Context: an optimization exercise on an open-source flow, tuned for small area and a short achievable clock period. The choices shown serve that exercise and are no tape-out recipe. Only simulation tests tie the RTL to the original design; equivalence was not proved. Power is estimated from default activity; no workload was simulated.

// vx_conv
module vx_conv (
    input  wire        clk,
    input  wire        rst,         
    input  wire        in_valid,
    input  wire [3:0]  in_src_fmt,
    input  wire [3:0]  in_dst_fmt,
    input  wire        in_blk,      
    input  wire [7:0]  in_s1,       
    input  wire [31:0] in_s2,       
    input  wire [31:0] in_data,     
    output reg         out_valid,
    output reg  [31:0] out_data,    
    output reg         out_sat,     
    output reg         out_nan,     
    output reg         out_rsv,     
    output reg         out_scale_inv,  
    output reg         out_err      
);
    localparam [3:0] F_FP32  = 4'h0, F_BF16 = 4'h1, F_FP16 = 4'h2,
                     F_FP8E4 = 4'h3, F_FP8E5 = 4'h4, F_INT8 = 4'h5,
                     F_FP4   = 4'h6, F_INT4  = 4'h7, F_T2   = 4'hA,
                     F_B1    = 4'hB;
    function [7:0] cneg8(input neg, input [7:0] x);
        integer k;
        reg any;
        begin
            any = 1'b0;
            for (k = 0; k < 8; k = k + 1) begin
                cneg8[k] = x[k] ^ (neg & any);
                any = any | x[k];
            end
        end
    endfunction
    reg        r_valid;
    reg [3:0]  r_src, r_dst;
    reg        r_scaled;    
    reg [7:0]  r_s1;
    reg [31:0] r_w;         
    reg [7:0]  r_c;         
    wire in_scaled = (in_src_fmt == F_FP4) || (in_src_fmt == F_INT4) ||
                     (in_src_fmt == F_T2) ||
                     (in_blk && ((in_src_fmt == F_FP8E4) || (in_src_fmt == F_FP8E5)));
    always @(posedge clk) begin
        if (rst) r_valid <= 1'b0;
        else     r_valid <= in_valid;
        r_src  <= in_src_fmt;
        r_dst  <= in_dst_fmt;
  ...
export LEC_CHECK = 0
export ABC_AREA = 1
export ABC_CLOCK_PERIOD_IN_PS = 10000
export CAP_MARGIN = 20
export CORE_MARGIN = 2
export CORE_UTILIZATION = 55
export CTS_CLUSTER_DIAMETER = 100
export CTS_CLUSTER_SIZE = 30
export SLEW_MARGIN = 20
export BUFFER_PORTS_ARGS = -buffer_cell sky130_fd_sc_hd__buf_1
create_clock -name core_clock -period 28.0 [get_ports {clk}]
standard.sh (not shown) runs the stock make flow with config.mk's settings and CLKGATE_MAP_FILE= SYNTH_SCRIPT=/design/flow/synth_recipe.tcl, a recipe that flattens the netlist after the stock synthesis.
==> flow/flow/run.sh <==
#!/bin/bash
# Layout flow: the standard flow (standard synthesis, floorplan, place,
# CTS, route), except that the port buffers that global placement inserts
# on every input and output are the small sky130_fd_sc_hd__buf_1 instead of
# the flow's default pick (a clkdlybuf4s50 delay cell).
# Each tool's full output is kept under orfs/logs/; the make output is in
# flow_make.log in this folder.
set -euo pipefail
echo 'export BUFFER_PORTS_ARGS = -buffer_cell sky130_fd_sc_hd__buf_1' >> config.mk
bash standard.sh finish > flow_make.log 2>&1
Change:
- CORE_UTILIZATION: 55 -> 40
- CTS_CLUSTER_DIAMETER: 100 -> 60
- PLACE_DENSITY: unset -> 0.9
What happened:
- setup slack degrades by 0.0062 ns
- die area climbs by 37%
- global-route usage fell by 11 points
- final area went up by 1.2%
- total power went down by 0.62%
- sequential share of layout area drops by 0.25 points
Change:
- CTS_CLUSTER_DIAMETER: 60 -> 100
- PLACE_DENSITY: 0.9 -> unset
Outcome: The changed run produced a clean layout; worst setup slack is worse by 0.0090 ns; utilization is lower by 0.16 points; sequential power hardly moves; register-to-register slack improves by 0.17 ns; clock power shrinks by a little under a tenth; synthesized area does not change; combinational power rose slightly; non-clock buffer count stays the same; fmax stays flat; first-iteration DRC count fell by about a fifth; design area is lower slightly.

* * *

cedar:
vx_conv, a different RTL version from the one above (not shown whole).
Size in the first run: ~120 I/O pins.
clock: 28.0 ns
lec_check: 0
abc_area: 1
abc_clock_period_in_ps: 10000
cap_margin: 20
core_margin: 2
core_utilization: 40
cts_cluster_diameter: 120
cts_cluster_size: 40
slew_margin: 20
buffer_ports_args: -buffer_cell sky130_fd_sc_hd__buf_1
Scripts as last shown in full above: flow/flow/run.sh
The flow did not stop early for cedar: all stages ran, and the layout cleared the timing, DRC and antenna checks.
Input changes introduced in maple (baseline for comparison: cedar):
diff --git a/flow/config.mk b/flow/config.mk
--- a/flow/config.mk
+++ b/flow/config.mk
@@ -11,6 +11,6 @@
 export CORE_MARGIN = 2
 export CORE_UTILIZATION = 40
-export CTS_CLUSTER_DIAMETER = 120
-export CTS_CLUSTER_SIZE = 40
+export CTS_CLUSTER_DIAMETER = 100
+export CTS_CLUSTER_SIZE = 30
 export SLEW_MARGIN = 20
 export BUFFER_PORTS_ARGS = -buffer_cell sky130_fd_sc_hd__buf_1
--- outcome ---
- Per the comparison of maple with cedar, final period demand of the worst path picked up an extra 0.0054 ns, wire length picked up an extra about 0.4%, register-to-register slack picked up an extra 0.02 ns, portion of total power attributed to combinational logic lost 1.6 points.
- Launching element of the worst setup path = out_data[23]: maple; launching element of the worst setup path = out_nan: cedar

## afterwards: timing with drivers on the ports
Ports are ideal in the flow. The routed layouts listed here were re-timed in OpenROAD.
Step 1 assumes that a clkbuf_16 drives the clock port and a buf_2 every other input.
Step 2, shift: input delay + t, output delay - t, t = (earliest + latest rising clock arrival at the registers) / 2. This alone moves slack from input paths to output paths.
a / b / c = no drivers / after step 1 / after step 2; a / b = the first two.
run | t, ns | setup WS [ns] | worst register clock-pin slew, ns
the first run of note 1 | 0.543 | 21.404 / 21.352 / 21.022 | 0.11 / 0.11
the second run of note 1 | 0.571 | 21.398 / 21.343 / 21.000 | 0.10 / 0.10
the third run of note 1 | 0.564 | 21.389 / 21.333 / 20.974 | 0.11 / 0.11
cedar | 0.553 | 21.416 / 21.359 / 20.983 | 0.13 / 0.13
maple | 0.567 | 21.411 / 21.354 / 20.984 | 0.11 / 0.11
After both steps every run listed still meets setup and hold. For cedar, which loses most, drivers alone change the setup slack by -0.057 ns; drivers and shift together by -0.433 ns.
